What follows belongs to an exercise in optimizing a design on an open flow for small area, a short achievable clock period and few clock cycles per item; a production flow would make more cautious choices.
The RTL was checked by simulation tests, not by an equivalence proof against the original design.
No activity file was given, so power comes from the tool's default toggle rates.

==> flow/design.v (outline; a module is shown in full before it is edited, if it fits) <==
// module bfp_fft16: 108 lines
// module fft_buf1: 170 lines
// module fft_buf2: 170 lines
// module fft_buf3: 170 lines
// module fft_buf4: 170 lines
// module fft_buf5: 170 lines
// module fft_stage1: 185 lines
// module fft_stage2: 189 lines
// module fft_stage3: 246 lines
// module fft_stage4: 295 lines
module bfp_fft16 (
    input  wire        clk,
    input  wire        rst,         
    input  wire        in_valid,
    output wire        in_ready,
    input  wire [35:0] in_re,
    input  wire [35:0] in_im,
    input  wire        in_inv,      
    output wire        out_valid,
    input  wire        out_ready,
    output wire [35:0] out_re,
    output wire [35:0] out_im,
    output wire [4:0]  out_exp      
);
  // ...
==> flow/run.sh <==
#!/bin/bash
# synth_recipe.tcl (not shown) runs the flow's synth.tcl, then flattens the netlist and writes it again
# the make line also repeats each setting of config.mk as NAME=value (left out here)
make -C /OpenROAD-flow-scripts/flow DESIGN_CONFIG=/design/flow/config.mk WORK_HOME=/design/flow/orfs CLKGATE_MAP_FILE= SYNTH_SCRIPT=/design/flow/synth_recipe.tcl finish
==> flow/config.mk <==
export PLATFORM = sky130hd
export DESIGN_NAME = bfp_fft16
export DESIGN_NICKNAME = bfp_fft16
export VERILOG_FILES = /design/flow/design.v
export SDC_FILE = /design/flow/constraint.sdc
export NUM_CORES = 4
export LEC_CHECK = 0
export CAP_MARGIN = 20
export CORE_MARGIN = 2
export CORE_UTILIZATION = 30
export PLACE_DENSITY = 0.4
export SLEW_MARGIN = 20
==> flow/constraint.sdc <==
create_clock -name core_clock -period 22.0 [get_ports {clk}]
set_input_delay 4.4000 -clock core_clock [delete_from_list [all_inputs] [get_ports {clk}]]
set_output_delay 4.4000 -clock core_clock [all_outputs]
set_load 0.01 [all_outputs]
==> out/qor.yml, run 1 <==
status: "no timing/DRC/antenna violations"
cp-start-kind: "flip-flop"
area_delta_synth_final_pct: 15.63
diodes: 19
p_sw_mw: 10.67
buffers: 860
synthMuxAreaShare: 0.1102
io_pins: 156
yosys.area.top_type_share: 0.6606
period_needed_ps: 7466
grt_setup_unrepaired: "no"
syn_nets: 25170
grt_pass1_wl_mm: 1675
post-route-cell-area_um2: 454300
synthesis.area_um2: 392900
multi_input_area_share: 0.2727
power_leader: "registers"
crit_path_end_kind: "flip-flop"
rows: 420
synth-simple-area-share: 0.02933
tritoncts: "done"
nWellTaps: 17300
r2r_slack_ps: 14530
ys_types: 96
clk_latency_ps: 1240
grt_overflow: 0
crit_chain: "buf_4 > buf_4 > mux2i_1 > xnor2_1 > buf_4 > clkinv_1 > ha_1 > a21oi_1 > xnor2_1 > fa_1 > inv_1 > fa_1 > inv_1 > fa_1 > inv_1 > fa_1 > fa_1 > a2bb2oi_1 > o21ai_0"
final-nonclk-buf-share: 0.01626
dp_hpwl_mm: 769.7
gp_congestion: 0.8529
fin_skew_ps: 134.2
layout-drive-gt1-share: 0.1727
timing.setup.tns_ps: 0
Testbench counts, summed over its fixed seeds: cycles 16,168, frames 960.
==> module fft_stage1, before the edit <==
module fft_stage1 (
    input  wire        clk,
    input  wire        rst,
    output wire        ren,
    input  wire [71:0] rd,
    input  wire        readable,
    input  wire [3:0]  rstep,
    input  wire        eff_inv,
    input  wire [1:0]  rs,
    input  wire [4:0]  eff_e,
    output wire        we,
    output wire [71:0] wd,
    output wire        winv,
    output wire [4:0]  wexp,
    input  wire        wallow
);
    wire [2:0] bfi = rstep[3:1];
    wire [2:0] ktw = 3'd0;
    reg        vz;
    wire       en = ~(vz & ~wallow);
    assign ren = readable & en;
    wire       rd_b = ~rstep[0];      
    function [4:0] twcfg(input [2:0] k, input inv, input re);
        reg c_sw, c_tn, c_sn;
        reg [1:0] c_kind;
        begin
            c_sw = 1'b0; c_tn = 1'b0; c_sn = 1'b0; c_kind = 2'd0;
            case ({k, inv, re})
                5'b00001: begin c_sw = 1'b0; c_tn = 1'b0; c_sn = 1'b0; c_kind = 2'd0; end
                5'b00000: begin c_sw = 1'b1; c_tn = 1'b0; c_sn = 1'b0; c_kind = 2'd0; end
                5'b00011: begin c_sw = 1'b0; c_tn = 1'b0; c_sn = 1'b0; c_kind = 2'd0; end
                5'b00010: begin c_sw = 1'b1; c_tn = 1'b0; c_sn = 1'b0; c_kind = 2'd0; end
                default: ;
            endcase
            twcfg = {c_kind, c_sn, c_tn, c_sw};
        end
    endfunction
    reg        v1, isb1, inv1;
    reg [2:0]  k1;
    reg [4:0]  e1;
    reg [71:0] cin, r1;
    reg [4:0]  cfg1;
    always @(posedge clk) begin
        if (rst) v1 <= 1'b0;
        else if (en) v1 <= ren;
        if (en) begin
            isb1 <= rd_b;
            if (ren && rd_b) begin
                k1   <= ktw;
                inv1 <= eff_inv;
                e1   <= eff_e;
            end
            cfg1 <= (ren && rd_b) ? twcfg(ktw, eff_inv, 1'b1) : twcfg(k1, inv1, 1'b0);
        end
        if (en && ren && rd_b) cin <= rd;
        if (en && ren && !rd_b) r1 <= rd;
    end
    wire signed [35:0] cbr = cin[71:36];
    wire signed [35:0] cbi = cin[35:0];
    wire       c_sw = cfg1[0];
    wire       c_tn = cfg1[1];
    wire       c_sn = cfg1[2];
    wire [1:0] c_kind = cfg1[4:3];
    wire [55-1:0] csum, ccar;
    wire       csgn;
    wire signed [35:0] u1 = c_sw ? cbi : cbr;
    wire signed [35:0] u2 = c_sw ? cbr : cbi;
    wire [54:0] u1e = {{19{u1[35]}}, u1};
    wire [54:0] dcs_1 = (u1e << 17) ^ (~u1e) ^ 55'd65537;
    wire [55:0] dcs_2_w = {(((u1e << 17) & (~u1e)) | ((u1e << 17) & 55'd65537) | ((~u1e) & 55'd65537)), 1'b0};
    wire [54:0] dcs_2 = dcs_2_w[54:0];
    assign csum = dcs_1;
    assign ccar = dcs_2;
    assign csgn = c_sn;
    reg        v2, re2, sg2, inv2;
    reg [4:0]  e2;
    reg [55-1:0] c2s, c2c;
    reg [71:0] ah;
    always @(posedge clk) begin
        if (rst) v2 <= 1'b0;
        else if (en) v2 <= v1;
        if (en) begin
            c2s  <= csum;
            c2c  <= ccar;
            re2  <= isb1;
            sg2  <= csgn;
            inv2 <= inv1;
            e2   <= e1;
        end
        if (en && v1 && !isb1) ah <= r1;
    end
    wire [55-1:0] pp = c2s + c2c;
    wire        ptie = (pp[16:0] == 17'd0);
    wire [37:0] tq = pp[54:17];
    wire [37:0] tv = {tq[37:1], tq[0] & ~ptie};
    reg         v3, re3, sg3, inv3;
    reg [4:0]   e3;
    reg [37:0]  t3;
    always @(posedge clk) begin
        if (rst) v3 <= 1'b0;
        else if (en) v3 <= v2;
        if (en) begin
            t3   <= tv;
            re3  <= re2;
            sg3  <= sg2;
            inv3 <= inv2;
            e3   <= e2;
        end
    end
    reg [37:0] trh;
    reg        trsg;
    wire       cap = v3 & ~re3;
    reg [71:0] pa;
    reg [37:0] ptr, pti;
    reg        mr, mi, pinv, pv, pph;
    reg [1:0]  ps;
    reg [4:0]  pe;
    always @(posedge clk) begin
        if (en && v3 && re3) begin
            trh  <= t3;
            trsg <= sg3;
        end
        if (rst) begin
            pv  <= 1'b0;
            pph <= 1'b0;
        end else if (en) begin
            if (cap) begin
                pv  <= 1'b1;
                pph <= 1'b0;
            end else if (pv && !pph) begin
                pph <= 1'b1;
            end else begin
                pv  <= 1'b0;
            end
        end
        if (en) begin
            if (cap) begin
                mr <= trsg;
                mi <= sg3;
            end else begin
                mr <= ~mr;
                mi <= ~mi;
            end
        end
        if (en && cap) begin
            pa   <= ah;
            ptr  <= trh;
            pti  <= t3;
            pinv <= inv3;
            ps   <= rs;
            pe   <= e3;
        end
    end
    wire [1:0]  half = (ps == 2'd1) ? 2'd1 : (ps == 2'd2) ? 2'd2 : 2'd0;
    wire [1:0]  cr = half + {1'b0, mr};
    wire [1:0]  ci = half + {1'b0, mi};
    wire [39:0] zr = {{4{pa[71]}}, pa[71:36]} + ({{2{ptr[37]}}, ptr} ^ {40{mr}}) + {38'd0, cr};
    wire [39:0] zi = {{4{pa[35]}}, pa[35:0]}  + ({{2{pti[37]}}, pti} ^ {40{mi}}) + {38'd0, ci};
    reg  [39:0] zre, zim;
    reg  [1:0]  zs;
    reg         zinv;
    reg  [4:0]  ze;
    always @(posedge clk) begin
        if (rst) vz <= 1'b0;
        else if (en) vz <= pv;
        if (en) begin
            zre  <= zr;
            zim  <= zi;
            zs   <= ps;
            zinv <= pinv;
            ze   <= pe;
        end
    end
    function [35:0] rnd(input [39:0] z, input [1:0] s);
        case (s)
            2'd0: rnd = z[35:0];
            2'd1: rnd = {z[36:2], z[1] & ~(z[0] == 1'b0)};
            default: rnd = {z[37:3], z[2] & ~(z[1:0] == 2'b00)};
        endcase
    endfunction
    assign wd   = {rnd(zre, zs), rnd(zim, zs)};
    assign we   = vz & wallow;
    assign winv = zinv;
    assign wexp = ze + {3'd0, zs};
endmodule
==> module fft_stage2, before the edit <==
module fft_stage2 (
    input  wire        clk,
    input  wire        rst,
    output wire        ren,
    input  wire [71:0] rd,
    input  wire        readable,
    input  wire [3:0]  rstep,
    input  wire        eff_inv,
    input  wire [1:0]  rs,
    input  wire [4:0]  eff_e,
    output wire        we,
    output wire [71:0] wd,
    output wire        winv,
    output wire [4:0]  wexp,
    input  wire        wallow
);
    wire [2:0] bfi = rstep[3:1];
    wire [2:0] ktw = {bfi[0], 2'b00};
    reg        vz;
    wire       en = ~(vz & ~wallow);
    assign ren = readable & en;
    wire       rd_b = ~rstep[0];      
    function [4:0] twcfg(input [2:0] k, input inv, input re);
        reg c_sw, c_tn, c_sn;
        reg [1:0] c_kind;
        begin
            c_sw = 1'b0; c_tn = 1'b0; c_sn = 1'b0; c_kind = 2'd0;
            case ({k, inv, re})
                5'b00001: begin c_sw = 1'b0; c_tn = 1'b0; c_sn = 1'b0; c_kind = 2'd0; end
                5'b00000: begin c_sw = 1'b1; c_tn = 1'b0; c_sn = 1'b0; c_kind = 2'd0; end
                5'b00011: begin c_sw = 1'b0; c_tn = 1'b0; c_sn = 1'b0; c_kind = 2'd0; end
                5'b00010: begin c_sw = 1'b1; c_tn = 1'b0; c_sn = 1'b0; c_kind = 2'd0; end
                5'b10001: begin c_sw = 1'b1; c_tn = 1'b0; c_sn = 1'b0; c_kind = 2'd0; end
                5'b10000: begin c_sw = 1'b0; c_tn = 1'b0; c_sn = 1'b1; c_kind = 2'd0; end
                5'b10011: begin c_sw = 1'b1; c_tn = 1'b0; c_sn = 1'b1; c_kind = 2'd0; end
                5'b10010: begin c_sw = 1'b0; c_tn = 1'b0; c_sn = 1'b0; c_kind = 2'd0; end
                default: ;
            endcase
            twcfg = {c_kind, c_sn, c_tn, c_sw};
        end
    endfunction
    reg        v1, isb1, inv1;
    reg [2:0]  k1;
    reg [4:0]  e1;
    reg [71:0] cin, r1;
    reg [4:0]  cfg1;
    always @(posedge clk) begin
        if (rst) v1 <= 1'b0;
        else if (en) v1 <= ren;
        if (en) begin
            isb1 <= rd_b;
            if (ren && rd_b) begin
                k1   <= ktw;
                inv1 <= eff_inv;
                e1   <= eff_e;
            end
            cfg1 <= (ren && rd_b) ? twcfg(ktw, eff_inv, 1'b1) : twcfg(k1, inv1, 1'b0);
        end
        if (en && ren && rd_b) cin <= rd;
        if (en && ren && !rd_b) r1 <= rd;
    end
    wire signed [35:0] cbr = cin[71:36];
    wire signed [35:0] cbi = cin[35:0];
    wire       c_sw = cfg1[0];
    wire       c_tn = cfg1[1];
    wire       c_sn = cfg1[2];
    wire [1:0] c_kind = cfg1[4:3];
    wire [55-1:0] csum, ccar;
    wire       csgn;
    wire signed [35:0] u1 = c_sw ? cbi : cbr;
    wire signed [35:0] u2 = c_sw ? cbr : cbi;
    wire [54:0] u1e = {{19{u1[35]}}, u1};
    wire [54:0] dcs_1 = (u1e << 17) ^ (~u1e) ^ 55'd65537;
    wire [55:0] dcs_2_w = {(((u1e << 17) & (~u1e)) | ((u1e << 17) & 55'd65537) | ((~u1e) & 55'd65537)), 1'b0};
    wire [54:0] dcs_2 = dcs_2_w[54:0];
    assign csum = dcs_1;
    assign ccar = dcs_2;
    assign csgn = c_sn;
    reg        v2, re2, sg2, inv2;
    reg [4:0]  e2;
    reg [55-1:0] c2s, c2c;
    reg [71:0] ah;
    always @(posedge clk) begin
        if (rst) v2 <= 1'b0;
        else if (en) v2 <= v1;
        if (en) begin
            c2s  <= csum;
            c2c  <= ccar;
            re2  <= isb1;
            sg2  <= csgn;
            inv2 <= inv1;
            e2   <= e1;
        end
        if (en && v1 && !isb1) ah <= r1;
    end
    wire [55-1:0] pp = c2s + c2c;
    wire        ptie = (pp[16:0] == 17'd0);
    wire [37:0] tq = pp[54:17];
    wire [37:0] tv = {tq[37:1], tq[0] & ~ptie};
    reg         v3, re3, sg3, inv3;
    reg [4:0]   e3;
    reg [37:0]  t3;
    always @(posedge clk) begin
        if (rst) v3 <= 1'b0;
        else if (en) v3 <= v2;
        if (en) begin
            t3   <= tv;
            re3  <= re2;
            sg3  <= sg2;
            inv3 <= inv2;
            e3   <= e2;
        end
    end
    reg [37:0] trh;
    reg        trsg;
    wire       cap = v3 & ~re3;
    reg [71:0] pa;
    reg [37:0] ptr, pti;
    reg        mr, mi, pinv, pv, pph;
    reg [1:0]  ps;
    reg [4:0]  pe;
    always @(posedge clk) begin
        if (en && v3 && re3) begin
            trh  <= t3;
            trsg <= sg3;
        end
        if (rst) begin
            pv  <= 1'b0;
            pph <= 1'b0;
        end else if (en) begin
            if (cap) begin
                pv  <= 1'b1;
                pph <= 1'b0;
            end else if (pv && !pph) begin
                pph <= 1'b1;
            end else begin
                pv  <= 1'b0;
            end
        end
        if (en) begin
            if (cap) begin
                mr <= trsg;
                mi <= sg3;
            end else begin
                mr <= ~mr;
                mi <= ~mi;
            end
        end
        if (en && cap) begin
            pa   <= ah;
            ptr  <= trh;
            pti  <= t3;
            pinv <= inv3;
            ps   <= rs;
            pe   <= e3;
        end
    end
    wire [1:0]  half = (ps == 2'd1) ? 2'd1 : (ps == 2'd2) ? 2'd2 : 2'd0;
    wire [1:0]  cr = half + {1'b0, mr};
    wire [1:0]  ci = half + {1'b0, mi};
    wire [39:0] zr = {{4{pa[71]}}, pa[71:36]} + ({{2{ptr[37]}}, ptr} ^ {40{mr}}) + {38'd0, cr};
    wire [39:0] zi = {{4{pa[35]}}, pa[35:0]}  + ({{2{pti[37]}}, pti} ^ {40{mi}}) + {38'd0, ci};
    reg  [39:0] zre, zim;
    reg  [1:0]  zs;
    reg         zinv;
    reg  [4:0]  ze;
    always @(posedge clk) begin
        if (rst) vz <= 1'b0;
        else if (en) vz <= pv;
        if (en) begin
            zre  <= zr;
            zim  <= zi;
            zs   <= ps;
            zinv <= pinv;
            ze   <= pe;
        end
    end
    function [35:0] rnd(input [39:0] z, input [1:0] s);
        case (s)
            2'd0: rnd = z[35:0];
            2'd1: rnd = {z[36:2], z[1] & ~(z[0] == 1'b0)};
            default: rnd = {z[37:3], z[2] & ~(z[1:0] == 2'b00)};
        endcase
    endfunction
    assign wd   = {rnd(zre, zs), rnd(zim, zs)};
    assign we   = vz & wallow;
    assign winv = zinv;
    assign wexp = ze + {3'd0, zs};
endmodule
==> module fft_stage3, before the edit <==
module fft_stage3 (
    input  wire        clk,
    input  wire        rst,
    output wire        ren,
    input  wire [71:0] rd,
    input  wire        readable,
    input  wire [3:0]  rstep,
    input  wire        eff_inv,
    input  wire [1:0]  rs,
    input  wire [4:0]  eff_e,
    output wire        we,
    output wire [71:0] wd,
    output wire        winv,
    output wire [4:0]  wexp,
    input  wire        wallow
);
    wire [2:0] bfi = rstep[3:1];
    wire [2:0] ktw = {bfi[1:0], 1'b0};
    reg        vz;
    wire       en = ~(vz & ~wallow);
    assign ren = readable & en;
    wire       rd_b = ~rstep[0];      
    function [4:0] twcfg(input [2:0] k, input inv, input re);
        reg c_sw, c_tn, c_sn;
        reg [1:0] c_kind;
        begin
            c_sw = 1'b0; c_tn = 1'b0; c_sn = 1'b0; c_kind = 2'd0;
            case ({k, inv, re})
                5'b00001: begin c_sw = 1'b0; c_tn = 1'b0; c_sn = 1'b0; c_kind = 2'd0; end
                5'b00000: begin c_sw = 1'b1; c_tn = 1'b0; c_sn = 1'b0; c_kind = 2'd0; end
                5'b00011: begin c_sw = 1'b0; c_tn = 1'b0; c_sn = 1'b0; c_kind = 2'd0; end
                5'b00010: begin c_sw = 1'b1; c_tn = 1'b0; c_sn = 1'b0; c_kind = 2'd0; end
                5'b01001: begin c_sw = 1'b0; c_tn = 1'b0; c_sn = 1'b0; c_kind = 2'd1; end
                5'b01000: begin c_sw = 1'b1; c_tn = 1'b1; c_sn = 1'b0; c_kind = 2'd1; end
                5'b01011: begin c_sw = 1'b0; c_tn = 1'b1; c_sn = 1'b0; c_kind = 2'd1; end
                5'b01010: begin c_sw = 1'b1; c_tn = 1'b0; c_sn = 1'b0; c_kind = 2'd1; end
                5'b10001: begin c_sw = 1'b1; c_tn = 1'b0; c_sn = 1'b0; c_kind = 2'd0; end
                5'b10000: begin c_sw = 1'b0; c_tn = 1'b0; c_sn = 1'b1; c_kind = 2'd0; end
                5'b10011: begin c_sw = 1'b1; c_tn = 1'b0; c_sn = 1'b1; c_kind = 2'd0; end
                5'b10010: begin c_sw = 1'b0; c_tn = 1'b0; c_sn = 1'b0; c_kind = 2'd0; end
                5'b11001: begin c_sw = 1'b0; c_tn = 1'b1; c_sn = 1'b1; c_kind = 2'd1; end
                5'b11000: begin c_sw = 1'b1; c_tn = 1'b0; c_sn = 1'b1; c_kind = 2'd1; end
                5'b11011: begin c_sw = 1'b0; c_tn = 1'b0; c_sn = 1'b1; c_kind = 2'd1; end
                5'b11010: begin c_sw = 1'b1; c_tn = 1'b1; c_sn = 1'b1; c_kind = 2'd1; end
                default: ;
            endcase
            twcfg = {c_kind, c_sn, c_tn, c_sw};
        end
    endfunction
    reg        v1, isb1, inv1;
    reg [2:0]  k1;
    reg [4:0]  e1;
    reg [71:0] cin, r1;
    reg [4:0]  cfg1;
    always @(posedge clk) begin
        if (rst) v1 <= 1'b0;
        else if (en) v1 <= ren;
        if (en) begin
            isb1 <= rd_b;
            if (ren && rd_b) begin
                k1   <= ktw;
                inv1 <= eff_inv;
                e1   <= eff_e;
            end
            cfg1 <= (ren && rd_b) ? twcfg(ktw, eff_inv, 1'b1) : twcfg(k1, inv1, 1'b0);
        end
        if (en && ren && rd_b) cin <= rd;
        if (en && ren && !rd_b) r1 <= rd;
    end
    wire signed [35:0] cbr = cin[71:36];
    wire signed [35:0] cbi = cin[35:0];
    wire       c_sw = cfg1[0];
    wire       c_tn = cfg1[1];
    wire       c_sn = cfg1[2];
    wire [1:0] c_kind = cfg1[4:3];
    wire [55-1:0] csum, ccar;
    wire       csgn;
    wire signed [35:0] u1 = c_sw ? cbi : cbr;
    wire signed [35:0] u2 = c_sw ? cbr : cbi;
    wire [54:0] u1e = {{19{u1[35]}}, u1};
    wire [54:0] dcs_1 = (u1e << 17) ^ (~u1e) ^ 55'd65537;
    wire [55:0] dcs_2_w = {(((u1e << 17) & (~u1e)) | ((u1e << 17) & 55'd65537) | ((~u1e) & 55'd65537)), 1'b0};
    wire [54:0] dcs_2 = dcs_2_w[54:0];
    wire [54:0] cu2e = {{19{u2[35]}}, u2} ^ {55{c_tn}};
    wire [54:0] cck = c_tn ? 55'd240137 : 55'd147456;
    wire [54:0] ccs_1 = u1e ^ (u1e << 3) ^ (u1e << 9);
    wire [55:0] ccs_2_w = {((u1e & (u1e << 3)) | (u1e & (u1e << 9)) | ((u1e << 3) & (u1e << 9))), 1'b0};
    wire [54:0] ccs_2 = ccs_2_w[54:0];
    wire [54:0] ccs_3 = (u1e << 11) ^ ((~u1e) << 13) ^ ((~u1e) << 15);
    wire [55:0] ccs_4_w = {(((u1e << 11) & ((~u1e) << 13)) | ((u1e << 11) & ((~u1e) << 15)) | (((~u1e) << 13) & ((~u1e) << 15))), 1'b0};
    wire [54:0] ccs_4 = ccs_4_w[54:0];
    wire [54:0] ccs_5 = (u1e << 17) ^ cu2e ^ (cu2e << 3);
    wire [55:0] ccs_6_w = {(((u1e << 17) & cu2e) | ((u1e << 17) & (cu2e << 3)) | (cu2e & (cu2e << 3))), 1'b0};
    wire [54:0] ccs_6 = ccs_6_w[54:0];
    wire [54:0] ccs_7 = (cu2e << 9) ^ (cu2e << 11) ^ ((~cu2e) << 13);
    wire [55:0] ccs_8_w = {(((cu2e << 9) & (cu2e << 11)) | ((cu2e << 9) & ((~cu2e) << 13)) | ((cu2e << 11) & ((~cu2e) << 13))), 1'b0};
    wire [54:0] ccs_8 = ccs_8_w[54:0];
    wire [54:0] ccs_9 = ((~cu2e) << 15) ^ (cu2e << 17) ^ cck;
    wire [55:0] ccs_10_w = {((((~cu2e) << 15) & (cu2e << 17)) | (((~cu2e) << 15) & cck) | ((cu2e << 17) & cck)), 1'b0};
    wire [54:0] ccs_10 = ccs_10_w[54:0];
    wire [54:0] ccs_11 = ccs_1 ^ ccs_2 ^ ccs_3;
    wire [55:0] ccs_12_w = {((ccs_1 & ccs_2) | (ccs_1 & ccs_3) | (ccs_2 & ccs_3)), 1'b0};
    wire [54:0] ccs_12 = ccs_12_w[54:0];
    wire [54:0] ccs_13 = ccs_4 ^ ccs_5 ^ ccs_6;
    wire [55:0] ccs_14_w = {((ccs_4 & ccs_5) | (ccs_4 & ccs_6) | (ccs_5 & ccs_6)), 1'b0};
    wire [54:0] ccs_14 = ccs_14_w[54:0];
    wire [54:0] ccs_15 = ccs_7 ^ ccs_8 ^ ccs_9;
    wire [55:0] ccs_16_w = {((ccs_7 & ccs_8) | (ccs_7 & ccs_9) | (ccs_8 & ccs_9)), 1'b0};
    wire [54:0] ccs_16 = ccs_16_w[54:0];
    wire [54:0] ccs_17 = ccs_11 ^ ccs_12 ^ ccs_13;
    wire [55:0] ccs_18_w = {((ccs_11 & ccs_12) | (ccs_11 & ccs_13) | (ccs_12 & ccs_13)), 1'b0};
    wire [54:0] ccs_18 = ccs_18_w[54:0];
    wire [54:0] ccs_19 = ccs_14 ^ ccs_15 ^ ccs_16;
    wire [55:0] ccs_20_w = {((ccs_14 & ccs_15) | (ccs_14 & ccs_16) | (ccs_15 & ccs_16)), 1'b0};
    wire [54:0] ccs_20 = ccs_20_w[54:0];
    wire [54:0] ccs_21 = ccs_17 ^ ccs_18 ^ ccs_19;
    wire [55:0] ccs_22_w = {((ccs_17 & ccs_18) | (ccs_17 & ccs_19) | (ccs_18 & ccs_19)), 1'b0};
    wire [54:0] ccs_22 = ccs_22_w[54:0];
    wire [54:0] ccs_23 = ccs_21 ^ ccs_22 ^ ccs_20;
    wire [55:0] ccs_24_w = {((ccs_21 & ccs_22) | (ccs_21 & ccs_20) | (ccs_22 & ccs_20)), 1'b0};
    wire [54:0] ccs_24 = ccs_24_w[54:0];
    wire [54:0] ccs_25 = ccs_23 ^ ccs_24 ^ ccs_10;
    wire [55:0] ccs_26_w = {((ccs_23 & ccs_24) | (ccs_23 & ccs_10) | (ccs_24 & ccs_10)), 1'b0};
    wire [54:0] ccs_26 = ccs_26_w[54:0];
    reg [54:0] csum_r, ccar_r;
    always @(*) begin
        case (c_kind)
            2'd0: begin csum_r = dcs_1; ccar_r = dcs_2; end
            2'd1: begin csum_r = ccs_25; ccar_r = ccs_26; end
            default: begin csum_r = dcs_1; ccar_r = dcs_2; end
        endcase
    end
    assign csum = csum_r;
    assign ccar = ccar_r;
    assign csgn = c_sn;
    reg        v2, re2, sg2, inv2;
    reg [4:0]  e2;
    reg [55-1:0] c2s, c2c;
    reg [71:0] ah;
    always @(posedge clk) begin
        if (rst) v2 <= 1'b0;
        else if (en) v2 <= v1;
        if (en) begin
            c2s  <= csum;
            c2c  <= ccar;
            re2  <= isb1;
            sg2  <= csgn;
            inv2 <= inv1;
            e2   <= e1;
        end
        if (en && v1 && !isb1) ah <= r1;
    end
    wire [55-1:0] pp = c2s + c2c;
    wire        ptie = (pp[16:0] == 17'd0);
    wire [37:0] tq = pp[54:17];
    wire [37:0] tv = {tq[37:1], tq[0] & ~ptie};
    reg         v3, re3, sg3, inv3;
    reg [4:0]   e3;
    reg [37:0]  t3;
    always @(posedge clk) begin
        if (rst) v3 <= 1'b0;
        else if (en) v3 <= v2;
        if (en) begin
            t3   <= tv;
            re3  <= re2;
            sg3  <= sg2;
            inv3 <= inv2;
            e3   <= e2;
        end
    end
    reg [37:0] trh;
    reg        trsg;
    wire       cap = v3 & ~re3;
    reg [71:0] pa;
    reg [37:0] ptr, pti;
    reg        mr, mi, pinv, pv, pph;
    reg [1:0]  ps;
    reg [4:0]  pe;
    always @(posedge clk) begin
        if (en && v3 && re3) begin
            trh  <= t3;
            trsg <= sg3;
        end
        if (rst) begin
            pv  <= 1'b0;
            pph <= 1'b0;
        end else if (en) begin
            if (cap) begin
                pv  <= 1'b1;
                pph <= 1'b0;
            end else if (pv && !pph) begin
                pph <= 1'b1;
            end else begin
                pv  <= 1'b0;
            end
        end
        if (en) begin
            if (cap) begin
                mr <= trsg;
                mi <= sg3;
            end else begin
                mr <= ~mr;
                mi <= ~mi;
            end
        end
        if (en && cap) begin
            pa   <= ah;
            ptr  <= trh;
            pti  <= t3;
            pinv <= inv3;
            ps   <= rs;
            pe   <= e3;
        end
    end
    wire [1:0]  half = (ps == 2'd1) ? 2'd1 : (ps == 2'd2) ? 2'd2 : 2'd0;
    wire [1:0]  cr = half + {1'b0, mr};
    wire [1:0]  ci = half + {1'b0, mi};
    wire [39:0] zr = {{4{pa[71]}}, pa[71:36]} + ({{2{ptr[37]}}, ptr} ^ {40{mr}}) + {38'd0, cr};
    wire [39:0] zi = {{4{pa[35]}}, pa[35:0]}  + ({{2{pti[37]}}, pti} ^ {40{mi}}) + {38'd0, ci};
    reg  [39:0] zre, zim;
    reg  [1:0]  zs;
    reg         zinv;
    reg  [4:0]  ze;
    always @(posedge clk) begin
        if (rst) vz <= 1'b0;
        else if (en) vz <= pv;
        if (en) begin
            zre  <= zr;
            zim  <= zi;
            zs   <= ps;
            zinv <= pinv;
            ze   <= pe;
        end
    end
    function [35:0] rnd(input [39:0] z, input [1:0] s);
        case (s)
            2'd0: rnd = z[35:0];
            2'd1: rnd = {z[36:2], z[1] & ~(z[0] == 1'b0)};
            default: rnd = {z[37:3], z[2] & ~(z[1:0] == 2'b00)};
        endcase
    endfunction
    assign wd   = {rnd(zre, zs), rnd(zim, zs)};
    assign we   = vz & wallow;
    assign winv = zinv;
    assign wexp = ze + {3'd0, zs};
endmodule
==> module fft_stage4, before the edit <==
module fft_stage4 (
    input  wire        clk,
    input  wire        rst,
    output wire        ren,
    input  wire [71:0] rd,
    input  wire        readable,
    input  wire [3:0]  rstep,
    input  wire        eff_inv,
    input  wire [1:0]  rs,
    input  wire [4:0]  eff_e,
    output wire        we,
    output wire [71:0] wd,
    output wire        winv,
    output wire [4:0]  wexp,
    input  wire        wallow
);
    wire [2:0] bfi = rstep[3:1];
    wire [2:0] ktw = bfi[2:0];
    reg        vz;
    wire       en = ~(vz & ~wallow);
    assign ren = readable & en;
    wire       rd_b = ~rstep[0];      
    function [4:0] twcfg(input [2:0] k, input inv, input re);
        reg c_sw, c_tn, c_sn;
        reg [1:0] c_kind;
        begin
            c_sw = 1'b0; c_tn = 1'b0; c_sn = 1'b0; c_kind = 2'd0;
            case ({k, inv, re})
                5'b00001: begin c_sw = 1'b0; c_tn = 1'b0; c_sn = 1'b0; c_kind = 2'd0; end
                5'b00000: begin c_sw = 1'b1; c_tn = 1'b0; c_sn = 1'b0; c_kind = 2'd0; end
                5'b00011: begin c_sw = 1'b0; c_tn = 1'b0; c_sn = 1'b0; c_kind = 2'd0; end
                5'b00010: begin c_sw = 1'b1; c_tn = 1'b0; c_sn = 1'b0; c_kind = 2'd0; end
                5'b00101: begin c_sw = 1'b0; c_tn = 1'b0; c_sn = 1'b0; c_kind = 2'd2; end
                5'b00100: begin c_sw = 1'b1; c_tn = 1'b1; c_sn = 1'b0; c_kind = 2'd2; end
                5'b00111: begin c_sw = 1'b0; c_tn = 1'b1; c_sn = 1'b0; c_kind = 2'd2; end
                5'b00110: begin c_sw = 1'b1; c_tn = 1'b0; c_sn = 1'b0; c_kind = 2'd2; end
                5'b01001: begin c_sw = 1'b0; c_tn = 1'b0; c_sn = 1'b0; c_kind = 2'd1; end
                5'b01000: begin c_sw = 1'b1; c_tn = 1'b1; c_sn = 1'b0; c_kind = 2'd1; end
                5'b01011: begin c_sw = 1'b0; c_tn = 1'b1; c_sn = 1'b0; c_kind = 2'd1; end
                5'b01010: begin c_sw = 1'b1; c_tn = 1'b0; c_sn = 1'b0; c_kind = 2'd1; end
                5'b01101: begin c_sw = 1'b1; c_tn = 1'b0; c_sn = 1'b0; c_kind = 2'd2; end
                5'b01100: begin c_sw = 1'b0; c_tn = 1'b1; c_sn = 1'b1; c_kind = 2'd2; end
                5'b01111: begin c_sw = 1'b1; c_tn = 1'b1; c_sn = 1'b1; c_kind = 2'd2; end
                5'b01110: begin c_sw = 1'b0; c_tn = 1'b0; c_sn = 1'b0; c_kind = 2'd2; end
                5'b10001: begin c_sw = 1'b1; c_tn = 1'b0; c_sn = 1'b0; c_kind = 2'd0; end
                5'b10000: begin c_sw = 1'b0; c_tn = 1'b0; c_sn = 1'b1; c_kind = 2'd0; end
                5'b10011: begin c_sw = 1'b1; c_tn = 1'b0; c_sn = 1'b1; c_kind = 2'd0; end
                5'b10010: begin c_sw = 1'b0; c_tn = 1'b0; c_sn = 1'b0; c_kind = 2'd0; end
                5'b10101: begin c_sw = 1'b1; c_tn = 1'b1; c_sn = 1'b0; c_kind = 2'd2; end
                5'b10100: begin c_sw = 1'b0; c_tn = 1'b0; c_sn = 1'b1; c_kind = 2'd2; end
                5'b10111: begin c_sw = 1'b1; c_tn = 1'b0; c_sn = 1'b1; c_kind = 2'd2; end
                5'b10110: begin c_sw = 1'b0; c_tn = 1'b1; c_sn = 1'b0; c_kind = 2'd2; end
                5'b11001: begin c_sw = 1'b0; c_tn = 1'b1; c_sn = 1'b1; c_kind = 2'd1; end
                5'b11000: begin c_sw = 1'b1; c_tn = 1'b0; c_sn = 1'b1; c_kind = 2'd1; end
                5'b11011: begin c_sw = 1'b0; c_tn = 1'b0; c_sn = 1'b1; c_kind = 2'd1; end
                5'b11010: begin c_sw = 1'b1; c_tn = 1'b1; c_sn = 1'b1; c_kind = 2'd1; end
                5'b11101: begin c_sw = 1'b0; c_tn = 1'b1; c_sn = 1'b1; c_kind = 2'd2; end
                5'b11100: begin c_sw = 1'b1; c_tn = 1'b0; c_sn = 1'b1; c_kind = 2'd2; end
                5'b11111: begin c_sw = 1'b0; c_tn = 1'b0; c_sn = 1'b1; c_kind = 2'd2; end
                5'b11110: begin c_sw = 1'b1; c_tn = 1'b1; c_sn = 1'b1; c_kind = 2'd2; end
                default: ;
            endcase
            twcfg = {c_kind, c_sn, c_tn, c_sw};
        end
    endfunction
    reg        v1, isb1, inv1;
    reg [2:0]  k1;
    reg [4:0]  e1;
    reg [71:0] cin, r1;
    reg [4:0]  cfg1;
    always @(posedge clk) begin
        if (rst) v1 <= 1'b0;
        else if (en) v1 <= ren;
        if (en) begin
            isb1 <= rd_b;
            if (ren && rd_b) begin
                k1   <= ktw;
                inv1 <= eff_inv;
                e1   <= eff_e;
            end
            cfg1 <= (ren && rd_b) ? twcfg(ktw, eff_inv, 1'b1) : twcfg(k1, inv1, 1'b0);
        end
        if (en && ren && rd_b) cin <= rd;
        if (en && ren && !rd_b) r1 <= rd;
    end
    wire signed [35:0] cbr = cin[71:36];
    wire signed [35:0] cbi = cin[35:0];
    wire       c_sw = cfg1[0];
    wire       c_tn = cfg1[1];
    wire       c_sn = cfg1[2];
    wire [1:0] c_kind = cfg1[4:3];
    wire [55-1:0] csum, ccar;
    wire       csgn;
    wire signed [35:0] u1 = c_sw ? cbi : cbr;
    wire signed [35:0] u2 = c_sw ? cbr : cbi;
    wire [54:0] u1e = {{19{u1[35]}}, u1};
    wire [54:0] dcs_1 = (u1e << 17) ^ (~u1e) ^ 55'd65537;
    wire [55:0] dcs_2_w = {(((u1e << 17) & (~u1e)) | ((u1e << 17) & 55'd65537) | ((~u1e) & 55'd65537)), 1'b0};
    wire [54:0] dcs_2 = dcs_2_w[54:0];
    wire [54:0] cu2e = {{19{u2[35]}}, u2} ^ {55{c_tn}};
    wire [54:0] cck = c_tn ? 55'd240137 : 55'd147456;
    wire [54:0] ccs_1 = u1e ^ (u1e << 3) ^ (u1e << 9);
    wire [55:0] ccs_2_w = {((u1e & (u1e << 3)) | (u1e & (u1e << 9)) | ((u1e << 3) & (u1e << 9))), 1'b0};
    wire [54:0] ccs_2 = ccs_2_w[54:0];
    wire [54:0] ccs_3 = (u1e << 11) ^ ((~u1e) << 13) ^ ((~u1e) << 15);
    wire [55:0] ccs_4_w = {(((u1e << 11) & ((~u1e) << 13)) | ((u1e << 11) & ((~u1e) << 15)) | (((~u1e) << 13) & ((~u1e) << 15))), 1'b0};
    wire [54:0] ccs_4 = ccs_4_w[54:0];
    wire [54:0] ccs_5 = (u1e << 17) ^ cu2e ^ (cu2e << 3);
    wire [55:0] ccs_6_w = {(((u1e << 17) & cu2e) | ((u1e << 17) & (cu2e << 3)) | (cu2e & (cu2e << 3))), 1'b0};
    wire [54:0] ccs_6 = ccs_6_w[54:0];
    wire [54:0] ccs_7 = (cu2e << 9) ^ (cu2e << 11) ^ ((~cu2e) << 13);
    wire [55:0] ccs_8_w = {(((cu2e << 9) & (cu2e << 11)) | ((cu2e << 9) & ((~cu2e) << 13)) | ((cu2e << 11) & ((~cu2e) << 13))), 1'b0};
    wire [54:0] ccs_8 = ccs_8_w[54:0];
    wire [54:0] ccs_9 = ((~cu2e) << 15) ^ (cu2e << 17) ^ cck;
    wire [55:0] ccs_10_w = {((((~cu2e) << 15) & (cu2e << 17)) | (((~cu2e) << 15) & cck) | ((cu2e << 17) & cck)), 1'b0};
    wire [54:0] ccs_10 = ccs_10_w[54:0];
    wire [54:0] ccs_11 = ccs_1 ^ ccs_2 ^ ccs_3;
    wire [55:0] ccs_12_w = {((ccs_1 & ccs_2) | (ccs_1 & ccs_3) | (ccs_2 & ccs_3)), 1'b0};
    wire [54:0] ccs_12 = ccs_12_w[54:0];
    wire [54:0] ccs_13 = ccs_4 ^ ccs_5 ^ ccs_6;
    wire [55:0] ccs_14_w = {((ccs_4 & ccs_5) | (ccs_4 & ccs_6) | (ccs_5 & ccs_6)), 1'b0};
    wire [54:0] ccs_14 = ccs_14_w[54:0];
    wire [54:0] ccs_15 = ccs_7 ^ ccs_8 ^ ccs_9;
    wire [55:0] ccs_16_w = {((ccs_7 & ccs_8) | (ccs_7 & ccs_9) | (ccs_8 & ccs_9)), 1'b0};
    wire [54:0] ccs_16 = ccs_16_w[54:0];
    wire [54:0] ccs_17 = ccs_11 ^ ccs_12 ^ ccs_13;
    wire [55:0] ccs_18_w = {((ccs_11 & ccs_12) | (ccs_11 & ccs_13) | (ccs_12 & ccs_13)), 1'b0};
    wire [54:0] ccs_18 = ccs_18_w[54:0];
    wire [54:0] ccs_19 = ccs_14 ^ ccs_15 ^ ccs_16;
    wire [55:0] ccs_20_w = {((ccs_14 & ccs_15) | (ccs_14 & ccs_16) | (ccs_15 & ccs_16)), 1'b0};
    wire [54:0] ccs_20 = ccs_20_w[54:0];
    wire [54:0] ccs_21 = ccs_17 ^ ccs_18 ^ ccs_19;
    wire [55:0] ccs_22_w = {((ccs_17 & ccs_18) | (ccs_17 & ccs_19) | (ccs_18 & ccs_19)), 1'b0};
    wire [54:0] ccs_22 = ccs_22_w[54:0];
    wire [54:0] ccs_23 = ccs_21 ^ ccs_22 ^ ccs_20;
    wire [55:0] ccs_24_w = {((ccs_21 & ccs_22) | (ccs_21 & ccs_20) | (ccs_22 & ccs_20)), 1'b0};
    wire [54:0] ccs_24 = ccs_24_w[54:0];
    wire [54:0] ccs_25 = ccs_23 ^ ccs_24 ^ ccs_10;
    wire [55:0] ccs_26_w = {((ccs_23 & ccs_24) | (ccs_23 & ccs_10) | (ccs_24 & ccs_10)), 1'b0};
    wire [54:0] ccs_26 = ccs_26_w[54:0];
    wire [54:0] u2e = {{19{u2[35]}}, u2} ^ {55{c_tn}};
    wire [54:0] abk = c_tn ? 55'd142338 : 55'd92179;
    wire [54:0] abs_1 = ((~u1e) << 1) ^ (u1e << 3) ^ (u1e << 8);
    wire [55:0] abs_2_w = {((((~u1e) << 1) & (u1e << 3)) | (((~u1e) << 1) & (u1e << 8)) | ((u1e << 3) & (u1e << 8))), 1'b0};
    wire [54:0] abs_2 = abs_2_w[54:0];
    wire [54:0] abs_3 = ((~u1e) << 11) ^ ((~u1e) << 13) ^ (u1e << 17);
    wire [55:0] abs_4_w = {((((~u1e) << 11) & ((~u1e) << 13)) | (((~u1e) << 11) & (u1e << 17)) | (((~u1e) << 13) & (u1e << 17))), 1'b0};
    wire [54:0] abs_4 = abs_4_w[54:0];
    wire [54:0] abs_5 = (~u2e) ^ ((~u2e) << 4) ^ (u2e << 10);
    wire [55:0] abs_6_w = {(((~u2e) & ((~u2e) << 4)) | ((~u2e) & (u2e << 10)) | (((~u2e) << 4) & (u2e << 10))), 1'b0};
    wire [54:0] abs_6 = abs_6_w[54:0];
    wire [54:0] abs_7 = ((~u2e) << 14) ^ (u2e << 16) ^ abk;
    wire [55:0] abs_8_w = {((((~u2e) << 14) & (u2e << 16)) | (((~u2e) << 14) & abk) | ((u2e << 16) & abk)), 1'b0};
    wire [54:0] abs_8 = abs_8_w[54:0];
    wire [54:0] abs_9 = abs_1 ^ abs_2 ^ abs_3;
    wire [55:0] abs_10_w = {((abs_1 & abs_2) | (abs_1 & abs_3) | (abs_2 & abs_3)), 1'b0};
    wire [54:0] abs_10 = abs_10_w[54:0];
    wire [54:0] abs_11 = abs_4 ^ abs_5 ^ abs_6;
    wire [55:0] abs_12_w = {((abs_4 & abs_5) | (abs_4 & abs_6) | (abs_5 & abs_6)), 1'b0};
    wire [54:0] abs_12 = abs_12_w[54:0];
    wire [54:0] abs_13 = abs_9 ^ abs_10 ^ abs_11;
    wire [55:0] abs_14_w = {((abs_9 & abs_10) | (abs_9 & abs_11) | (abs_10 & abs_11)), 1'b0};
    wire [54:0] abs_14 = abs_14_w[54:0];
    wire [54:0] abs_15 = abs_12 ^ abs_7 ^ abs_8;
    wire [55:0] abs_16_w = {((abs_12 & abs_7) | (abs_12 & abs_8) | (abs_7 & abs_8)), 1'b0};
    wire [54:0] abs_16 = abs_16_w[54:0];
    wire [54:0] abs_17 = abs_13 ^ abs_14 ^ abs_15;
    wire [55:0] abs_18_w = {((abs_13 & abs_14) | (abs_13 & abs_15) | (abs_14 & abs_15)), 1'b0};
    wire [54:0] abs_18 = abs_18_w[54:0];
    wire [54:0] abs_19 = abs_17 ^ abs_18 ^ abs_16;
    wire [55:0] abs_20_w = {((abs_17 & abs_18) | (abs_17 & abs_16) | (abs_18 & abs_16)), 1'b0};
    wire [54:0] abs_20 = abs_20_w[54:0];
    reg [54:0] csum_r, ccar_r;
    always @(*) begin
        case (c_kind)
            2'd0: begin csum_r = dcs_1; ccar_r = dcs_2; end
            2'd1: begin csum_r = ccs_25; ccar_r = ccs_26; end
            2'd2: begin csum_r = abs_19; ccar_r = abs_20; end
            default: begin csum_r = dcs_1; ccar_r = dcs_2; end
        endcase
    end
    assign csum = csum_r;
    assign ccar = ccar_r;
    assign csgn = c_sn;
    reg        v2, re2, sg2, inv2;
    reg [4:0]  e2;
    reg [55-1:0] c2s, c2c;
    reg [71:0] ah;
    always @(posedge clk) begin
        if (rst) v2 <= 1'b0;
        else if (en) v2 <= v1;
        if (en) begin
            c2s  <= csum;
            c2c  <= ccar;
            re2  <= isb1;
            sg2  <= csgn;
            inv2 <= inv1;
            e2   <= e1;
        end
        if (en && v1 && !isb1) ah <= r1;
    end
    wire [55-1:0] pp = c2s + c2c;
    wire        ptie = (pp[16:0] == 17'd0);
    wire [37:0] tq = pp[54:17];
    wire [37:0] tv = {tq[37:1], tq[0] & ~ptie};
    reg         v3, re3, sg3, inv3;
    reg [4:0]   e3;
    reg [37:0]  t3;
    always @(posedge clk) begin
        if (rst) v3 <= 1'b0;
        else if (en) v3 <= v2;
        if (en) begin
            t3   <= tv;
            re3  <= re2;
            sg3  <= sg2;
            inv3 <= inv2;
            e3   <= e2;
        end
    end
    reg [37:0] trh;
    reg        trsg;
    wire       cap = v3 & ~re3;
    reg [71:0] pa;
    reg [37:0] ptr, pti;
    reg        mr, mi, pinv, pv, pph;
    reg [1:0]  ps;
    reg [4:0]  pe;
    always @(posedge clk) begin
        if (en && v3 && re3) begin
            trh  <= t3;
            trsg <= sg3;
        end
        if (rst) begin
            pv  <= 1'b0;
            pph <= 1'b0;
        end else if (en) begin
            if (cap) begin
                pv  <= 1'b1;
                pph <= 1'b0;
            end else if (pv && !pph) begin
                pph <= 1'b1;
            end else begin
                pv  <= 1'b0;
            end
        end
        if (en) begin
            if (cap) begin
                mr <= trsg;
                mi <= sg3;
            end else begin
                mr <= ~mr;
                mi <= ~mi;
            end
        end
        if (en && cap) begin
            pa   <= ah;
            ptr  <= trh;
            pti  <= t3;
            pinv <= inv3;
            ps   <= rs;
            pe   <= e3;
        end
    end
    wire [1:0]  half = (ps == 2'd1) ? 2'd1 : (ps == 2'd2) ? 2'd2 : 2'd0;
    wire [1:0]  cr = half + {1'b0, mr};
    wire [1:0]  ci = half + {1'b0, mi};
    wire [39:0] zr = {{4{pa[71]}}, pa[71:36]} + ({{2{ptr[37]}}, ptr} ^ {40{mr}}) + {38'd0, cr};
    wire [39:0] zi = {{4{pa[35]}}, pa[35:0]}  + ({{2{pti[37]}}, pti} ^ {40{mi}}) + {38'd0, ci};
    reg  [39:0] zre, zim;
    reg  [1:0]  zs;
    reg         zinv;
    reg  [4:0]  ze;
    always @(posedge clk) begin
        if (rst) vz <= 1'b0;
        else if (en) vz <= pv;
        if (en) begin
            zre  <= zr;
            zim  <= zi;
            zs   <= ps;
            zinv <= pinv;
            ze   <= pe;
        end
    end
    function [35:0] rnd(input [39:0] z, input [1:0] s);
        case (s)
            2'd0: rnd = z[35:0];
            2'd1: rnd = {z[36:2], z[1] & ~(z[0] == 1'b0)};
            default: rnd = {z[37:3], z[2] & ~(z[1:0] == 2'b00)};
        endcase
    endfunction
    assign wd   = {rnd(zre, zs), rnd(zim, zs)};
    assign we   = vz & wallow;
    assign winv = zinv;
    assign wexp = ze + {3'd0, zs};
endmodule
==> run 2, diff against run 1 <==
--- a/flow/design.v
+++ b/flow/design.v
@@ -1031,22 +1031,8 @@
     assign ccar = dcs_2;
     assign csgn = c_sn;
-    reg        v2, re2, sg2, inv2;
-    reg [4:0]  e2;
-    reg [55-1:0] c2s, c2c;
-    reg [71:0] ah;
-    always @(posedge clk) begin
-        if (rst) v2 <= 1'b0;
-        else if (en) v2 <= v1;
-        if (en) begin
-            c2s  <= csum;
-            c2c  <= ccar;
-            re2  <= isb1;
-            sg2  <= csgn;
-            inv2 <= inv1;
-            e2   <= e1;
-        end
-        if (en && v1 && !isb1) ah <= r1;
-    end
-    wire [55-1:0] pp = c2s + c2c;
+    wire        v2 = v1, re2 = isb1, sg2 = csgn, inv2 = inv1;
+    wire [4:0]  e2 = e1;
+    wire [71:0] ah = r1;
+    wire [55-1:0] pp = csum + ccar;
     wire        ptie = (pp[16:0] == 17'd0);
     wire [37:0] tq = pp[54:17];
@@ -1115,5 +1101,12 @@
     wire [39:0] zr = {{4{pa[71]}}, pa[71:36]} + ({{2{ptr[37]}}, ptr} ^ {40{mr}}) + {38'd0, cr};
     wire [39:0] zi = {{4{pa[35]}}, pa[35:0]}  + ({{2{pti[37]}}, pti} ^ {40{mi}}) + {38'd0, ci};
-    reg  [39:0] zre, zim;
+    function [35:0] rnd(input [39:0] z, input [1:0] s);
+        case (s)
+            2'd0: rnd = z[35:0];
+            2'd1: rnd = {z[36:2], z[1] & ~(z[0] == 1'b0)};
+            default: rnd = {z[37:3], z[2] & ~(z[1:0] == 2'b00)};
+        endcase
+    endfunction
+    reg  [71:0] xo;
     reg  [1:0]  zs;
     reg         zinv;
@@ -1123,6 +1116,5 @@
         else if (en) vz <= pv;
         if (en) begin
-            zre  <= zr;
-            zim  <= zi;
+            xo   <= {rnd(zr, ps), rnd(zi, ps)};
             zs   <= ps;
             zinv <= pinv;
@@ -1130,12 +1122,5 @@
         end
     end
-    function [35:0] rnd(input [39:0] z, input [1:0] s);
-        case (s)
-            2'd0: rnd = z[35:0];
-            2'd1: rnd = {z[36:2], z[1] & ~(z[0] == 1'b0)};
-            default: rnd = {z[37:3], z[2] & ~(z[1:0] == 2'b00)};
-        endcase
-    endfunction
-    assign wd   = {rnd(zre, zs), rnd(zim, zs)};
+    assign wd   = xo;
     assign we   = vz & wallow;
     assign winv = zinv;
@@ -1220,22 +1205,8 @@
     assign ccar = dcs_2;
     assign csgn = c_sn;
-    reg        v2, re2, sg2, inv2;
-    reg [4:0]  e2;
-    reg [55-1:0] c2s, c2c;
-    reg [71:0] ah;
-    always @(posedge clk) begin
-        if (rst) v2 <= 1'b0;
-        else if (en) v2 <= v1;
-        if (en) begin
-            c2s  <= csum;
-            c2c  <= ccar;
-            re2  <= isb1;
-            sg2  <= csgn;
-            inv2 <= inv1;
-            e2   <= e1;
-        end
-        if (en && v1 && !isb1) ah <= r1;
-    end
-    wire [55-1:0] pp = c2s + c2c;
+    wire        v2 = v1, re2 = isb1, sg2 = csgn, inv2 = inv1;
+    wire [4:0]  e2 = e1;
+    wire [71:0] ah = r1;
+    wire [55-1:0] pp = csum + ccar;
     wire        ptie = (pp[16:0] == 17'd0);
     wire [37:0] tq = pp[54:17];
@@ -1304,5 +1275,12 @@
     wire [39:0] zr = {{4{pa[71]}}, pa[71:36]} + ({{2{ptr[37]}}, ptr} ^ {40{mr}}) + {38'd0, cr};
     wire [39:0] zi = {{4{pa[35]}}, pa[35:0]}  + ({{2{pti[37]}}, pti} ^ {40{mi}}) + {38'd0, ci};
-    reg  [39:0] zre, zim;
+    function [35:0] rnd(input [39:0] z, input [1:0] s);
+        case (s)
+            2'd0: rnd = z[35:0];
+            2'd1: rnd = {z[36:2], z[1] & ~(z[0] == 1'b0)};
+            default: rnd = {z[37:3], z[2] & ~(z[1:0] == 2'b00)};
+        endcase
+    endfunction
+    reg  [71:0] xo;
     reg  [1:0]  zs;
     reg         zinv;
@@ -1312,6 +1290,5 @@
         else if (en) vz <= pv;
         if (en) begin
-            zre  <= zr;
-            zim  <= zi;
+            xo   <= {rnd(zr, ps), rnd(zi, ps)};
             zs   <= ps;
             zinv <= pinv;
@@ -1319,12 +1296,5 @@
         end
     end
-    function [35:0] rnd(input [39:0] z, input [1:0] s);
-        case (s)
-            2'd0: rnd = z[35:0];
-            2'd1: rnd = {z[36:2], z[1] & ~(z[0] == 1'b0)};
-            default: rnd = {z[37:3], z[2] & ~(z[1:0] == 2'b00)};
-        endcase
-    endfunction
-    assign wd   = {rnd(zre, zs), rnd(zim, zs)};
+    assign wd   = xo;
     assign we   = vz & wallow;
     assign winv = zinv;
@@ -1550,5 +1520,12 @@
     wire [39:0] zr = {{4{pa[71]}}, pa[71:36]} + ({{2{ptr[37]}}, ptr} ^ {40{mr}}) + {38'd0, cr};
     wire [39:0] zi = {{4{pa[35]}}, pa[35:0]}  + ({{2{pti[37]}}, pti} ^ {40{mi}}) + {38'd0, ci};
-    reg  [39:0] zre, zim;
+    function [35:0] rnd(input [39:0] z, input [1:0] s);
+        case (s)
+            2'd0: rnd = z[35:0];
+            2'd1: rnd = {z[36:2], z[1] & ~(z[0] == 1'b0)};
+            default: rnd = {z[37:3], z[2] & ~(z[1:0] == 2'b00)};
+        endcase
+    endfunction
+    reg  [71:0] xo;
     reg  [1:0]  zs;
     reg         zinv;
@@ -1558,6 +1535,5 @@
         else if (en) vz <= pv;
         if (en) begin
-            zre  <= zr;
-            zim  <= zi;
+            xo   <= {rnd(zr, ps), rnd(zi, ps)};
             zs   <= ps;
             zinv <= pinv;
@@ -1565,12 +1541,5 @@
         end
     end
-    function [35:0] rnd(input [39:0] z, input [1:0] s);
-        case (s)
-            2'd0: rnd = z[35:0];
-            2'd1: rnd = {z[36:2], z[1] & ~(z[0] == 1'b0)};
-            default: rnd = {z[37:3], z[2] & ~(z[1:0] == 2'b00)};
-        endcase
-    endfunction
-    assign wd   = {rnd(zre, zs), rnd(zim, zs)};
+    assign wd   = xo;
     assign we   = vz & wallow;
     assign winv = zinv;
@@ -1845,5 +1814,12 @@
     wire [39:0] zr = {{4{pa[71]}}, pa[71:36]} + ({{2{ptr[37]}}, ptr} ^ {40{mr}}) + {38'd0, cr};
     wire [39:0] zi = {{4{pa[35]}}, pa[35:0]}  + ({{2{pti[37]}}, pti} ^ {40{mi}}) + {38'd0, ci};
-    reg  [39:0] zre, zim;
+    function [35:0] rnd(input [39:0] z, input [1:0] s);
+        case (s)
+            2'd0: rnd = z[35:0];
+            2'd1: rnd = {z[36:2], z[1] & ~(z[0] == 1'b0)};
+            default: rnd = {z[37:3], z[2] & ~(z[1:0] == 2'b00)};
+        endcase
+    endfunction
+    reg  [71:0] xo;
     reg  [1:0]  zs;
     reg         zinv;
@@ -1853,6 +1829,5 @@
         else if (en) vz <= pv;
         if (en) begin
-            zre  <= zr;
-            zim  <= zi;
+            xo   <= {rnd(zr, ps), rnd(zi, ps)};
             zs   <= ps;
             zinv <= pinv;
@@ -1860,12 +1835,5 @@
         end
     end
-    function [35:0] rnd(input [39:0] z, input [1:0] s);
-        case (s)
-            2'd0: rnd = z[35:0];
-            2'd1: rnd = {z[36:2], z[1] & ~(z[0] == 1'b0)};
-            default: rnd = {z[37:3], z[2] & ~(z[1:0] == 2'b00)};
-        endcase
-    endfunction
-    assign wd   = {rnd(zre, zs), rnd(zim, zs)};
+    assign wd   = xo;
     assign we   = vz & wallow;
     assign winv = zinv;
--- a/flow/config.mk
+++ b/flow/config.mk
@@ -6,7 +6,7 @@
 export NUM_CORES = 4
 export LEC_CHECK = 0
-export CAP_MARGIN = 20
+export CAP_MARGIN = 40
 export CORE_MARGIN = 2
-export CORE_UTILIZATION = 30
-export PLACE_DENSITY = 0.4
-export SLEW_MARGIN = 20
+export CORE_UTILIZATION = 40
+export PLACE_DENSITY = 0.5
+export SLEW_MARGIN = 60
==> run 2 against run 1 <==
  * Sequential power fell by 3%
  * Clock power fell by 15%
  * Register-to-register slack improved by 680 ps
  * Worst setup slack improved by 680 ps
  * Critical endpoint is now u_s4.c2s[45]
==> out/qor.yml, run 2 <==
status: "no timing/DRC/antenna violations"  # unchanged
num_vias: 203400  # was 202,900
crit_required_ps: 22850  # was 22,900 ps
max_stage_delay_ps: 570  # was 690 ps
post-route-cell-area_um2: 440200  # was 454,300 um2
tritoncts: "done"  # unchanged
critical_path_class: "reg2reg"  # unchanged
setup_violations: 0  # unchanged
clockBufferDepth: 5  # was 6
slew_headroom: 0.5472  # was 0.1552
grt_setup_unrepaired: "no"  # unchanged
synth_ff_type: "edfxtp_1"  # unchanged
antenna_left: 0  # unchanged
crit_chain: "buf_8 > clkbuf_8 > mux2i_1 > buf_4 > xnor2_2 > buf_4 > clkinv_1 > buf_6 > ha_1 > a21oi_1 > xnor2_1 > fa_1 > fa_1 > fa_1 > inv_1 > fa_1 > fa_1 > a2bb2oi_1 > o21ai_0"  # was buf_4 > buf_4 > mux2i_1 > xnor2_1 > buf_4 > clkinv_1 > ha_1 > a21oi_1 > xnor2_1 > fa_1 > inv_1 > fa_1 > inv_1 > fa_1 > inv_1 > fa_1 > fa_1 > a2bb2oi_1 > o21ai_0
grt_overflow: 0  # unchanged
cts_sinks: 8401  # was 8,748
routed_via_density: 5.508  # was 4.849
fin_skew_ps: 157.9  # was 134.2 ps
hold_viol: 0  # unchanged
synth_common_cells: "edfxtp_1, inv_1, mux4_2"  # unchanged
fmax_mhz: 147.4  # was 133.9 MHz
total_power_mw: 40.10  # was 42.43 mW
seq_area_frac_synth: 0.6557  # was 0.6660
netlist_instances: 22220  # was 22,620
crit_path_end_kind: "flip-flop"  # unchanged
layout-drive-gt1-share: 0.1892  # was 0.1727
pwr_density_cell_nw_per_um2: 91.09  # was 93.40 nW/um2
area_delta_synth_final_pct: 14.91  # was 15.63%
period_needed_ps: 6783  # was 7466 ps
final_common_cell: "edfxtp_1"  # unchanged
worst_path_most_repeated_cell: "fa_1"  # unchanged
drv_slew: 0  # unchanged
clock-root-buffer: "clkbuf_16"  # unchanged
fin_hold_ws_ps: 383.9  # was 342.9 ps
critPathTopFamily: "adder cells"  # unchanged
grt_pass1_vias: 208500  # was 215,000
gr-usage-all-layers: 0.2281  # was 0.1762
die_h_um: 982.7  # was 1.148 mm
antenna_found_initial: 102  # was 104
min_period_over_period: 0.3083  # was 0.3394
yosys_warnings: 10  # unchanged
dp_hpwl_mm: 746.9  # was 769.7 mm
fp.coreArea_um2: 955000  # was 1,307,000 um2
synth_area_per_cell_um2: 17.25  # was 17.37 um2
first_pass_iters: 6  # was 5
worst_slew_pin_slew_ps: 662.0  # was 1232 ps
final_core_util: 0.4610  # was 0.3476
io_pins: 156  # unchanged
grt_max_degree: 92  # was 163
layout.nets: 26100  # was 26,320
yosys.area.top_type_share: 0.6503  # was 0.6606
post_cts_buffers: 0  # unchanged
synth_edf_count: 8297  # was 8,642
slowest_stage: "clkbuf_8"  # was buf_4
cts-buffers-inserted: 899  # was 1,110
drc: 0  # unchanged
maxCapViolCount: 0  # unchanged
clk_latency_ps: 1130  # was 1240 ps
cp_max_fo: 42  # unchanged
timing.setup.tns_ps: 0  # unchanged
cp-start-kind: "flip-flop"  # unchanged
ys_async_sr_fraction: 0  # unchanged
cp.buffers_inverters: 7  # unchanged
synth_top_area_cell: "edfxtp_1"  # unchanged
yosysMostFrequentCell: "edfxtp_1"  # unchanged
wl_per_cell_um: 30.24  # was 28.34 um
layout_common_cells: "edfxtp_1, mux4_2, inv_1, ha_1, fa_1"  # was edfxtp_1, inv_1, mux4_2, ha_1, clkbuf_16
initial_core_util: 0.4012  # was 0.3006
synthesis.area_um2: 383100  # was 392,900 um2
cp.arrival_ps: 7630  # was 8370 ps
clkTransAtPathRegs_ps: 70  # was 60 ps
peakVddDrop_mv: 0.07403  # was 0.09129 mV
ys_ff_latch: 8401  # was 8,748
gp_congestion: 0.8993  # was 0.8529
place_ws_ps: 15030  # was 14,490 ps
cts.htree.levels: 6  # was 7
synth.top_cells.by_area: "edfxtp_1, mux4_2, fa_1, ha_1, mux2i_1"  # unchanged
drt_wl_total_mm: 1117  # was 1186 mm
place_area_um2: 410600  # was 420,300 um2
syn_nets: 24770  # was 25,170
grt_pass1_wl_mm: 1589  # was 1675 mm
drt_iter0_markers: 18410  # was 15,530
die_x_um: 982.7  # was 1.148 mm
ctsHoldBuffers: 0  # unchanged
dp.cells: 35180  # was 39,960
dieArea_um2: 965700  # was 1,319,000 um2
p_leak_nw: 152.8  # was 156.5 nW
min-delay-path-class: "reg2reg"  # unchanged
ys_types: 105  # was 96
ctsResizeCount: 0  # unchanged
worst_slack_ps: 15220  # was 14,530 ps
rows: 359  # was 420
fin_cells: 36940  # was 41,840
place.port_buffers: 155  # unchanged
run 2: final timing paths:
kind	cells past startpoint	end	slack, ps	from
setup / recovery	19	u_s4.c2s[45]	15220	u_s4.cfg1[0]
hold reg to reg	0	u_s4.ah[53]	380	u_s4.r1[53]
setup reg to reg	19	u_s4.c2s[45]	15220	u_s4.cfg1[0]
hold / removal	0	u_s4.ah[53]	380	u_s4.r1[53]
run 2: area by class of cell:
class,count,area (um2)
fill,82010,514700
sequential,8401,251300
multi-input combinational,11420,125500
clock buffer,1098,23480
tap,12640,15810
timing repair buffer,1240,13390
inverter,1584,5997
clock inverter,531,4711
antenna,30,75.07
run 2: cell families after synthesis:
kind of cell    count (synthesis)  synth area share
flops                        8401            0.6557
fa+ha+maj                    2480            0.1017
compound gates               2871           0.04769
xor+xnor                     1183           0.02704
mux                          2443            0.1141
simple gates                 2439           0.02994
buf+inv                      2398           0.02374
run 2: where the power goes:
part	leakage [nW]	total (mW)	switching [mW]	internal, mW
clock network	13.8	14.7	6.35	8.35
logic	62.1	5.07	3.39	1.68
registers	76.9	20.3	0.758	19.6
total	153	40.1	10.5	29.6
run 2: metal layers:
| layer | part of all wire | vias up | GRT usage |
|---|---|---|---|
| met1 | 0.45 | 108400 | 0.3317 |
| li1 | - | 88370 | - |
| met4 | 0.023 | 12 | 0.04976 |
| met5 | 0.000065 | - | 0 |
| met2 | 0.48 | 5440 | 0.3726 |
| met3 | 0.049 | 1246 | 0.02656 |
Testbench counts of run 2, summed over its fixed seeds: cycles 16,152, frames 960.

-- what the ideal ports hide --
How much do the figures lean on ideal ports? The routed layouts below were timed once more, with nothing changed but the port constraints. Step 1 (the two cells are an assumption about what drives the block):
set clk [get_ports {clk}]
set_driving_cell -lib_cell sky130_fd_sc_hd__clkbuf_16 $clk
set_driving_cell -lib_cell sky130_fd_sc_hd__buf_2 [delete_from_list [all_inputs] $clk]
Step 2, shift: input delay + t, output delay - t, t = (earliest + latest rising clock arrival at the registers) / 2. This alone moves slack from input paths to output paths. a / b / c = ideal ports / drivers / drivers and shift; a / b = the first two.
run	t, ns	slack for setup (ns)	worst setup path at the end	latest minus earliest clock arrival (ns)	worst slew at a driven data input, ns
run 1	1.339	14.534 / 14.534 / 14.534	register to register	0.142 / 0.142	0.18
run 2	1.210	15.217 / 15.079 / 15.159	input to register	0.169 / 0.169	0.19
After both steps setup and hold are still met in every run listed. For run 2, which loses most, drivers alone change the setup slack by -0.138 ns; drivers and shift together by -0.058 ns.
